Source: an optimization exercise on an open RTL-to-GDS flow (aim: small area, a short achievable clock period and few clock cycles per item). Production flows keep margins and buffers that such runs may drop. In this exercise RTL edits were held to simulation tests only and were not proved equivalent to the original.

Setup of build 33:
## sht_codegen
module sht_codegen (
  input  wire         clk,
  input  wire         rst,           
  input  wire [127:0] key,           
  input  wire         req_valid,
  output wire         req_ready,
  input  wire         req_fixed,     
  input  wire [31:0]  req_frame,     
  input  wire [31:0]  req_salt,      
  input  wire [5:0]   req_addr,      
  input  wire [23:0]  req_train,     
  input  wire [5:0]   req_pulses,    
  input  wire [4:0]   req_window,    
  output wire         off_valid,
  input  wire         off_ready,
  output wire [9:0]   off_data,      
  output wire         off_last,      
  output reg  [15:0]  keychk,
  output reg          keychk_valid
);
Size in the first run: roughly 6,200 cells after synthesis, roughly 1,200 flip-flops, ~270 I/O pins.
export LEC_CHECK = 0
export CAP_MARGIN = 20
export CELL_PAD_IN_SITES_DETAIL_PLACEMENT = 2
export CELL_PAD_IN_SITES_GLOBAL_PLACEMENT = 2
export CORE_MARGIN = 2
export CORE_UTILIZATION = 30
export CTS_CLUSTER_DIAMETER = 200
export CTS_CLUSTER_SIZE = 20
export PLACE_DENSITY = 0.5
export SETUP_SLACK_MARGIN = 5
export SLEW_MARGIN = 20
export TNS_END_PERCENT = 0
create_clock -name core_clock -period 12.0 [get_ports {clk}]
standard.sh (not shown) runs the stock make flow with config.mk's settings and CLKGATE_MAP_FILE= SYNTH_SCRIPT=/design/flow/synth_recipe.tcl, a recipe that flattens the netlist after the stock synthesis.
==> flow/flow/run.sh <==
#!/bin/bash
set -euo pipefail
W=$(pwd)
export FLOW_ABC_SCRIPT="$W/flow/abc.script"
export FLOW_REF_SYNTH="$W/synth_recipe.tcl"
bash standard.sh SYNTH_SCRIPT="$W/flow/synth_abc.tcl" synth > "$W/synth.log" 2>&1
bash standard.sh SETUP_SLACK_MARGIN=8.75 finish > "$W/layout.log" 2>&1
==> flow/flow/abc.script <==
strash
&get -n
&dch -f
&nf
&put
==> flow/flow/synth_abc.tcl <==
# The standard flow's synthesis script (synth_recipe.tcl), with ABC's mapping script
# replaced by flow/abc.script. Everything else, flip-flop mapping included,
# is unchanged.
proc abc {args} {
  set i [lsearch -exact $args -script]
  if { $i >= 0 } {
    lset args [expr { $i + 1 }] $::env(FLOW_ABC_SCRIPT)
  }
  yosys abc {*}$args
}
source $::env(FLOW_REF_SYNTH)
Testbench counts of build 33, summed over its fixed seeds: cycles 37,634, items 25,639.
Changes in build 14 relative to build 33:
==> flow/flow/run.sh <==
#!/bin/bash
set -euo pipefail
W=$(pwd)
export FLOW_ABC_SCRIPT="$W/flow/abc.script"
export FLOW_REF_SYNTH="$W/synth_recipe.tcl"
bash standard.sh SYNTH_SCRIPT="$W/flow/synth_abc.tcl" synth > "$W/synth.log" 2>&1
bash standard.sh SETUP_SLACK_MARGIN=8.25 finish > "$W/layout.log" 2>&1
-- flow/config.mk --
<<< build 33, line 16
export SETUP_SLACK_MARGIN = 5
export SLEW_MARGIN = 20
export TNS_END_PERCENT = 0
>>> build 14, line 16
export SETUP_SLACK_MARGIN = 5
export SLEW_MARGIN = 20
export TNS_END_PERCENT = 30
Notes after the runs:
- Build 14 completed end to end with timing, DRC and antenna clean.
- Compared with build 33, build 14 shows a total of plain and repair buffers excluding clock buffers that is 9.0% higher.
- Route | build 14 vs build 33 | wire shorter in build 14
- Build 14 and build 33 ended up with roughly the same final weighted congestion in routability-driven placement.
- Lower share of final-layout standard cells stronger than drive strength 1 was reported by build 33, not build 14.
- From build 33 to build 14 the numbers moved as follows: via count of the first global-routing pass down 291, met2 wire length has decreased, headroom to the max-slew limit level, fraction of area in clock buffers and inverters flat.
- Hold slack across build 14 and build 33: no real change.
Here is what was changed in the inputs of build 77 compared with build 14.
-- flow/config.mk --
<<< build 14, line 10
export CELL_PAD_IN_SITES_GLOBAL_PLACEMENT = 2
export CORE_MARGIN = 2
export CORE_UTILIZATION = 30
export CTS_CLUSTER_DIAMETER = 200
export CTS_CLUSTER_SIZE = 20
export PLACE_DENSITY = 0.5
export SETUP_SLACK_MARGIN = 5
export SLEW_MARGIN = 20
export TNS_END_PERCENT = 30
>>> build 77, line 10
export CELL_PAD_IN_SITES_GLOBAL_PLACEMENT = 2
export CORE_MARGIN = 2
export CORE_UTILIZATION = 45
export CTS_CLUSTER_DIAMETER = 200
export CTS_CLUSTER_SIZE = 20
export PLACE_DENSITY = 0.6
export SETUP_SLACK_MARGIN = 5
export SLEW_MARGIN = 20
==> summary.txt <==
Build 77 finished end to end and its layout was clean on timing, DRC and antenna.
Status: longest individual stage delay on the worst path parity (build 14, build 77)
Build 14 → build 77: multi-input combinational cell area now larger; total of clock buffers placed in the layout now smaller.

---

Another version of the RTL of sht_codegen (not shown whole).
Size: about 1200 flip-flops.
clock: 12.0 ns
lec_check: 0
cap_margin: 20
cell_pad_in_sites_detail_placement: 2
cell_pad_in_sites_global_placement: 2
core_margin: 2
core_utilization: 30
cts_cluster_diameter: 200
cts_cluster_size: 20
place_density: 0.5
setup_slack_margin: 5
slew_margin: 20
==> flow/flow/run.sh <==
#!/bin/bash
set -euo pipefail
W=$(pwd)
export FLOW_ABC_SCRIPT="$W/flow/abc.script"
export FLOW_REF_SYNTH="$W/synth_recipe.tcl"
bash standard.sh SYNTH_SCRIPT="$W/flow/synth_abc.tcl" synth > "$W/synth.log" 2>&1
bash standard.sh SETUP_SLACK_MARGIN=8.35 finish > "$W/layout.log" 2>&1
Scripts as last shown in full above: flow/flow/abc.script, flow/flow/synth_abc.tcl
The starting point finished with timing, DRC and antenna clean.
Testbench counts at the start, summed over its fixed seeds: cycles 37,634, items 25,639.
Next try:
--- a/flow/flow/run.sh
+++ b/flow/flow/run.sh
@@ -7 +7 @@
-bash standard.sh SETUP_SLACK_MARGIN=8.35 finish > "$W/layout.log" 2>&1
+bash standard.sh SETUP_SLACK_MARGIN=8.45 finish > "$W/layout.log" 2>&1
After rerunning:
- The new run went through all stages and came out clean
- critical path depth is unchanged
- wire length goes up by 1.2%
Next try:
--- a/flow/flow/run.sh
+++ b/flow/flow/run.sh
@@ -7 +7 @@
-bash standard.sh SETUP_SLACK_MARGIN=8.45 finish > "$W/layout.log" 2>&1
+bash standard.sh SETUP_SLACK_MARGIN=8.25 finish > "$W/layout.log" 2>&1
CTS_CLUSTER_SIZE = 16   (was 20)
Sequential share of layout area is higher by 2.2 points.
Maximum frequency is lower by 0.45%.
Clock skew is about the same.
Cell area is lower by 5.5%.
Next try:
--- a/flow/flow/run.sh
+++ b/flow/flow/run.sh
@@ -7 +7 @@
-bash standard.sh SETUP_SLACK_MARGIN=8.25 finish > "$W/layout.log" 2>&1
+bash standard.sh SETUP_SLACK_MARGIN=8.5 finish > "$W/layout.log" 2>&1
CTS_CLUSTER_SIZE = 20   (was 16)
Result: The new run finished with timing, DRC and antenna clean. Synthesized area does not change. Clock skew went up by 0.010 ns. Critical path depth went down by 3. Count of clock-buffer cells in the layout went down by 19. Final cell count went up by a few percent. Setup slack got worse by 0.011 ns. Global-route usage went up by 0.62 points. Wire length went up by a few percent. Non-clock buffer count went up by 326.
Next try:
--- a/flow/flow/run.sh
+++ b/flow/flow/run.sh
@@ -7 +7 @@
-bash standard.sh SETUP_SLACK_MARGIN=8.5 finish > "$W/layout.log" 2>&1
+bash standard.sh SETUP_SLACK_MARGIN=8.35 finish > "$W/layout.log" 2>&1
CTS_BUF_LIST = sky130_fd_sc_hd__clkbuf_4 sky130_fd_sc_hd__clkbuf_8 sky130_fd_sc_hd__clkbuf_16   (was not set)
Result: The changed run produced a clean layout; utilization decreases by 1.6 points; worst hold slack barely changes; routed wire length decreases by 2.0%.
Next try:
--- a/flow/flow/run.sh
+++ b/flow/flow/run.sh
@@ -7 +7 @@
-bash standard.sh SETUP_SLACK_MARGIN=8.35 finish > "$W/layout.log" 2>&1
+bash standard.sh SETUP_SLACK_MARGIN=8.3 finish > "$W/layout.log" 2>&1
CTS_BUF_LIST = not set   (was sky130_fd_sc_hd__clkbuf_4 sky130_fd_sc_hd__clkbuf_8 sky130_fd_sc_hd__clkbuf_16)
What happened: Final cell count shrinks by 0.79%; fmax drops by about 3%; count of clock-buffer cells in the layout stays the same; global-route usage stays flat; non-clock buffer count drops by 75; via count went down by about 0.56%.

-- what the ideal ports hide --
No port has a modelled driver above. Below, the same layouts with a new extraction and two added sets of constraints.
Step 1 sets driving cells, clkbuf_16 on the clock port and buf_2 on the other inputs (assumed; they add their load-dependent delay and slew).
Step 2 moves the port delays by t, midway between the first and last clock arrival at a register: inputs arrive t later, outputs are due t later. That takes back most of the time a late clock gives input paths.
Slacks: ideal ports / drivers / drivers and shift; pairs: ideal ports / drivers.
run	t, ns	slack for setup (ns)	hold slack, ns
build 33	0.820	8.172 / 8.153 / 7.415	0.425 / 0.425 / 0.425
build 14	0.817	8.143 / 8.100 / 7.384	0.423 / 0.423 / 0.423
build 77	0.804	7.987 / 7.987 / 7.420	0.424 / 0.424 / 0.424
the first run of note 2	0.810	8.292 / 8.201 / 7.569	0.425 / 0.425 / 0.425
the second run of note 2	0.793	8.186 / 8.097 / 7.705	0.426 / 0.426 / 0.426
the third run of note 2	0.831	8.168 / 8.210 / 7.407	0.422 / 0.422 / 0.422
the fourth run of note 2	0.804	8.157 / 8.069 / 7.702	0.426 / 0.426 / 0.426
the fifth run of note 2	0.810	8.290 / 8.200 / 7.552	0.425 / 0.425 / 0.425
the sixth run of note 2	0.810	8.181 / 8.199 / 7.429	0.425 / 0.425 / 0.425
After both steps every run listed still meets setup and hold. For the third run of note 2, which loses most, drivers alone change the setup slack by +0.042 ns; drivers and shift together by -0.761 ns.
